This is an optimization exercise on Yosys and OpenROAD, whose aim is small area, not a production implementation. The RTL was checked by simulation tests, not by an equivalence proof against the original design. Power and IR drop assume default switching activity.

## design/flow/run.sh

```bash
#!/bin/bash
# synth_recipe.tcl (not shown) runs the flow's synth.tcl, then flattens the netlist and writes it again
# the make line also repeats each setting of config.mk as NAME=value (left out here)
make -C /OpenROAD-flow-scripts/flow DESIGN_CONFIG=/design/flow/config.mk WORK_HOME=/design/flow/orfs CLKGATE_MAP_FILE= SYNTH_SCRIPT=/design/flow/synth_recipe.tcl finish
```

## design/flow/config.mk

```make
export PLATFORM = sky130hd
export DESIGN_NAME = valu_slice
export DESIGN_NICKNAME = valu_slice
export VERILOG_FILES = /design/flow/design.v
export SDC_FILE = /design/flow/constraint.sdc
export NUM_CORES = 8
export LEC_CHECK = 0
export ABC_AREA = 1
export CAP_MARGIN = 20
export CORE_MARGIN = 2
export CORE_UTILIZATION = 55
export SLEW_MARGIN = 20
```

## design/flow/constraint.sdc

```tcl
create_clock -name core_clock -period 10.0 [get_ports {clk}]
set_input_delay 2.0000 -clock core_clock [delete_from_list [all_inputs] [get_ports {clk}]]
set_output_delay 2.0000 -clock core_clock [all_outputs]
set_load 0.01 [all_outputs]
```

## design/flow/design.v

```verilog
module valu_slice (
    input  wire         clk,
    input  wire [127:0] a,
    input  wire [127:0] b,
    input  wire [4:0]   func,
    input  wire         l,
    input  wire [4:0]   n,
    output reg  [127:0] y,
    output reg          sat
);
    wire g_ar = ~func[4] & ~func[3];             
    wire g_lg = ~func[4] &  func[3];             
    wire g_sh =  func[4] & ~func[3];             
    wire g_nm =  func[4] &  func[3];             
    wire sh_left  = ~(func[1] ^ func[0]);        
    wire sh_arith = func[1] & ~func[0];          
    wire sh_sat   = g_sh & func[1] & func[0];    
    wire [4:0] rot = sh_left ? (5'd0 - n) : n;
    reg [31:0] keep;
    integer i;
    always @* begin
        for (i = 0; i < 32; i = i + 1) begin
            if (l) begin
                if (sh_left) keep[i] = (i % 16) >= n[3:0];
                else         keep[i] = (i % 16) + n[3:0] <= 15;
            end else begin
                if (sh_left) keep[i] = i >= n;
                else         keep[i] = i + n <= 31;
            end
        end
    end
    wire [127:0] yl;
    wire [3:0]   sl;
    genvar j;
    generate
        for (j = 0; j < 4; j = j + 1) begin : g_lane
            valu_lane u_lane (
                .a(a[32*j +: 32]), .b(b[32*j +: 32]), .func(func), .l(l), .n(n),
                .g_ar(g_ar), .g_lg(g_lg), .g_sh(g_sh), .g_nm(g_nm),
                .sh_arith(sh_arith), .sh_sat(sh_sat), .rot(rot), .keep(keep),
                .y(yl[32*j +: 32]), .sat(sl[j])
            );
        end
    endgenerate
    always @(posedge clk) begin
        y   <= yl;
        sat <= |sl;
    end
endmodule
module valu_lane (
    input  wire [31:0] a,
    input  wire [31:0] b,
    input  wire [4:0]  func,
    input  wire        l,
    input  wire [4:0]  n,
    input  wire        g_ar,
    input  wire        g_lg,
    input  wire        g_sh,
    input  wire        g_nm,
    input  wire        sh_arith,
    input  wire        sh_sat,
    input  wire [4:0]  rot,
    input  wire [31:0] keep,
    output wire [31:0] y,
    output wire        sat
);
    wire s_hi = a[31];
    wire s_lo = l ? a[15] : a[31];
    wire neg_abs = func[2] & func[1];
    wire inv_b   = func[2] | func[0];
    wire inv_ahi = neg_abs & (func[0] | s_hi);
    wire inv_alo = neg_abs & (func[0] | s_lo);
    wire [31:0] xa = a ^ {{16{inv_ahi}}, {16{inv_alo}}};
    wire [31:0] ya = neg_abs ? 32'd0 : (b ^ {32{inv_b}});
    wire cin_lo = neg_abs ? inv_alo : inv_b;
    wire cin_hi = neg_abs ? inv_ahi : inv_b;
    wire [16:0] sum_lo = {1'b0, xa[15:0]} + {1'b0, ya[15:0]} + {16'd0, cin_lo};
    wire c16 = l ? cin_hi : sum_lo[16];
    wire [15:0] sum_hi = xa[31:16] + ya[31:16] + {15'd0, c16};
    wire [31:0] sum = {sum_hi, sum_lo[15:0]};
    wire ovf_hi = (xa[31] == ya[31]) & (sum[31] != xa[31]);
    wire ovf_lo = (xa[15] == ya[15]) & (sum[15] != xa[15]);
    wire lt_hi = sum[31] ^ ovf_hi;
    wire lt_lo = l ? (sum[15] ^ ovf_lo) : lt_hi;
    wire [30:0] d = a[31:1] ^ a[30:0];
    reg [3:0] clz_hi, clz_lo;
    integer k;
    always @* begin
        clz_hi = 4'd15;
        for (k = 16; k <= 30; k = k + 1)
            if (d[k]) clz_hi = 30 - k;
        clz_lo = 4'd15;
        for (k = 0; k <= 14; k = k + 1)
            if (d[k]) clz_lo = 14 - k;
    end
    wire hiz = ~|d[30:16];
    wire [4:0] norm32 = ~hiz ? {1'b0, clz_hi} : d[15] ? 5'd15 : {1'b1, clz_lo};
    wire lt4_hi = clz_hi < n[3:0];
    wire lt4_lo = clz_lo < n[3:0];
    wire sov32 = (hiz & ~d[15]) ? (n[4] & lt4_lo) : (n[4] | lt4_hi);
    wire sov_hi = l ? lt4_hi : sov32;
    wire sov_lo = l ? lt4_lo : sov32;
    wire sat_ar = g_ar & func[1];    
    wire st_hi = (sat_ar & ovf_hi) | (sh_sat & sov_hi);
    wire st_lo = l ? ((sat_ar & ovf_lo) | (sh_sat & sov_lo)) : st_hi;
    assign sat = st_hi | st_lo;
    wire na = g_ar & neg_abs;
    wire ss_hi = s_hi ^ na;
    wire ss_lo = s_lo ^ na;
    wire [31:0] sv = {ss_hi, {15{~ss_hi}}, l ? ss_lo : ~ss_hi, {15{~ss_lo}}};
    wire [31:0] r0 = rot[0] ? {a[0], a[31:1]}    : a;
    wire [31:0] r1 = rot[1] ? {r0[1:0], r0[31:2]} : r0;
    wire [31:0] r2 = rot[2] ? {r1[3:0], r1[31:4]} : r1;
    wire [31:0] r3 = rot[3] ? {r2[7:0], r2[31:8]} : r2;
    wire [31:0] r4 = rot[4] ? {r3[15:0], r3[31:16]} : r3;
    wire f_hi = sh_arith & s_hi;
    wire f_lo = sh_arith & s_lo;
    wire [31:0] shv = (r4 & keep) | (~keep & {{16{f_hi}}, {16{f_lo}}});
    wire mm   = g_ar & func[2] & ~func[1];               
    wire e_sum = g_ar & ~mm;
    wire pa_hi = lt_hi ^ func[0];                        
    wire pa_lo = lt_lo ^ func[0];
    wire lg_and = g_lg & ~func[1] & ~func[0];
    wire lg_or  = g_lg & func[0];
    wire lg_xor = g_lg & func[1];
    wire c11    = lg_and | lg_or | mm;
    wire c10_hi = lg_or | lg_xor | (mm & pa_hi);
    wire c10_lo = lg_or | lg_xor | (mm & pa_lo);
    wire c01_hi = lg_or | lg_xor | (mm & ~pa_hi);
    wire c01_lo = lg_or | lg_xor | (mm & ~pa_lo);
    wire [31:0] c10 = {{16{c10_hi}}, {16{c10_lo}}};
    wire [31:0] c01 = {{16{c01_hi}}, {16{c01_lo}}};
    wire [31:0] lgv = (a & b & {32{c11}}) | (a & ~b & c10) | (~a & b & c01);
    wire [31:0] nmv = l ? {12'd0, clz_hi, 12'd0, clz_lo} : {27'd0, norm32};
    wire [31:0] pre = ({32{e_sum}} & sum) | lgv | ({32{g_sh}} & shv) | ({32{g_nm}} & nmv);
    wire [31:0] stm = {{16{st_hi}}, {16{st_lo}}};
    assign y = (stm & sv) | (~stm & pre);
endmodule
```

==> results.ini <==
[sta]
fin_crit_sh_pct = 97.2
hold_violations = 0
fmax_mhz = 103
rsz0062_at_grt = false
period_minus_slack_ns = 9.72
setup_viol = 0
worst_pin_slew_ns = 1.30
slew_violations = 0
finalSetupTns_ns = 0
holdWs_ns = 2.16
slew_headroom_pct = 13.1

[critical_path]
cp_slowest_stage_delay_ns = 0.89
path_common_cell = nand2_1
end_kind = flip-flop
crit_type = primary input to flip-flop
startpoint = func[2]
required_ns = 10.45
cp_slowest_cell = clkdlybuf4s50_1
critPathLaunchType = primary input
cp_max_fo = 14
arrival_ns = 10.17

[finish]
drive_gt1_share_pct = 3.59
area_growth_pct = 15.1
final_nets = 6307
nFillCells = 5414
stdcell_count = 6630
final_area_mm2 = 0.0355

[drt]
drtIter0Drc = 7283
ant_nets = 0
via_count = 42200
drt_pass1_iterations = 11
routed_wl_mm = 156
avgViaCountPerCell = 6.37
wl_per_cell_um = 23.5
post-route-drc-count = 0

[pwr]
p_leak_nw = 17.1
peakVddDrop_mv = 0.159
p_seq_share_pct = 15.2
p_switching_mw = 2.41
p_int_mw = 2.08
clock_power_share_pct = 15.8
switching_share_pct = 53.7
p_per_area_mw_per_mm2 = 126
pwr-share-comb_pct = 69.0

[synth]
syn_inst = 5722
synth-xor-area-share_pct = 7.63
seq_area_frac_synth_pct = 8.38
yosysWarnings = 2
synthFlopType = dfxtp_1
synth_compound_area_share_pct = 29.7
synth_mux_area_share_pct = 0.130
netlist_area_mm2 = 0.0308
async_reset_ff_share_pct = 0
synth_top_family_by_area = simple AND/OR/NAND/NOR gates
synthAdderAreaFrac_pct = 7.75
ys_top_cells_by_area = nand2_1 (19%), o21ai_0 (12%), dfxtp_1 (8.4%), inv_1 (8.3%), a21oi_1 (7.2%)
synth_largest_area_cell = nand2_1
synth_top_area_share_pct = 19.4
yosys.area_share.simple_pct = 32.6
synth_edf_count = 0
ys_seq_elements = 129
syn-num-nets = 6169
synthMostInstantiatedCell = nand2_1
synth.distinct_cells = 67
avgSynthCellArea_um2 = 5.39
synth_commonest_cells = nand2_1 (1590), o21ai_0 (729), inv_1 (685)

[floorplan]
chipHeight_um = 241
start_util_pct = 55.8
io-pin-count = 397
die_w_um = 241
fp.coreArea_mm2 = 0.0552
placementRows = 86
die-area_mm2 = 0.0579

[grt]
grt_usage_pct = 51.4
grt_first_pass_wirelength_mm = 224
grt_max_degree = 257
antenna_found_initial = 16
grt-ovfl-total = 0
grt_pass1_vias = 36800

[run]
cap_viol_max_count = 0

[clocking]
cts_buffers = 17
path_clk_slew_ns = 0.07
cts_tree = yes
cts_root_buffer = clkbuf_16
clock_sinks = 129
cts_buffer_depth = 2
htreeDepth = 4

[min_path]
hp-start = b[28]
holdCritPathClass = primary input to flip-flop
whs_path_depth = 3

[placed_design]
place_area_mm2 = 0.0348
gp_congestion = 1.17
io_buffer_count = 396
place_inst = 6585
hpwl_mm = 118

[run_status]
outcome = finished clean

==> state kept, by name (all words and copies together) (netlist names) <==
name and count:
y 128, sat 1
==> power by group through the flow <==
| stage | clock (mW) | combinational (mW) | sequential [mW] |
|---|---|---|---|
| global route | 0.725 | 3.28 | 0.686 |
| CTS | 0.712 | 2.92 | 0.679 |
| global placement | 0 | 2.87 | 0.691 |
| detailed placement | 0 | 2.90 | 0.688 |
| floorplan | 0 | 1.76 | 0.735 |
| finish | 0.709 | 3.10 | 0.680 |
==> worst max-delay path: cells and delay by family <==
kind | cells | cell delay (ns)
AND/OR/NAND/NOR | 15 | 1.90
adder cells (fa/ha/maj) | 3 | 1.40
AO/OA/AOI/OAI | 11 | 2.89
buffers and inverters | 4 | 1.68
XOR/XNOR | 1 | 0.25
==> per-layer routing <==
metal	part of all wire (%)	GRT usage, %
met3	18	22.9
met1	37	65.2
met5	0.26	1.35
met4	7.7	33.1
met2	38	69.7
==> path summary, 6_finish.rpt <==
path | end
setup / recovery | y[6]$_DFF_P_
hold / removal | y[28]$_DFF_P_
==> kinds of logic after synthesis <==
family	count (synthesis)
AND/OR/NAND/NOR	2470
AO/OA/AOI/OAI	1620
adder cells (fa/ha/maj)	179
multiplexers	4
XOR/XNOR	266
flip-flops	129
buffers and inverters	1054
==> what timing repair did <==
action / 4_1_cts / 5_1_grt
resized for setup: 0 / 1
endpoints found under the setup margin: 0 / 5
buffers inserted: 0 / 4
hold buffers: 0 / 0
==> cell type report <==
| cell class | count | area [um2] | area share, % |
|---|---|---|---|
| Multi-Input combinational cell | 4539 | 24100 | 67.9 |
| Sequential cell | 129 | 2580 | 7.28 |
| Timing Repair Buffer | 473 | 4580 | 12.9 |
| Antenna cell | 9 | 22.5 | 0.0635 |
| Inverter | 700 | 2630 | 7.43 |
| Clock inverter | 12 | 159 | 0.448 |
| Clock buffer | 20 | 457 | 1.29 |
| Tap cell | 748 | 936 | 2.64 |
==> placed cells by master, fill, tap and decap left out, types with 11 or more instances in the layout <==
master              n
a211oi_1           17
o21bai_1           23
buf_4              74
nand4_1            30
inv_1             682
nor3_1            109
dfxtp_1           129
xnor2_1           110
ha_1              159
o22ai_1            11
or2_2              18
clkdlybuf4s50_1   394
o21ai_1            37
clkbuf_16          17
fa_1               20
o211ai_1           89
a21oi_1           440
inv_2              14
nand2_1          1590
nor2_1            396
o21ai_0           729
o2111ai_1          39
a31oi_1           129
nand2_2            18
a221oi_1           13
o221ai_1           11
xor2_1            153
nand3_1           272
==> stage by stage <==
stage	power [mW]	setup slack (ns)	util, %
after floorplan	2.49	2.03	-
after global placement	3.56	0.525	63.0
after detailed placement	3.58	0.309	63.0
after CTS	4.31	0.770	64.1
after global routing	4.69	0.164	64.2
final	4.48	0.277	64.2

## static timing again, ports no longer ideal
The results above use ideal ports. As a check the final layout listed here was re-extracted and re-timed, cells and wires unchanged.
Step 1: set_driving_cell puts a clkbuf_16 on clk and a buf_2 on each other input, an assumption about the parent block.
Step 2, shift: input delay + t, output delay - t, t = (earliest + latest rising clock arrival at the registers) / 2. This alone moves slack from input paths to output paths.
Three values: ideal, step 1, step 2; two values: the first two.
t, ns: 0.575
setup slack, ns: 0.277 / 0.320 / -0.256
worst setup path after step 2: input to register
clock arrival spread, ns: 0.017 / 0.017
worst register clock-pin slew, ns: 0.07 / 0.07
Met with ideal ports but missed after step 2: setup timing in this run. The setup slack of this run moves by +0.043 ns with the drivers and by -0.533 ns with both steps.
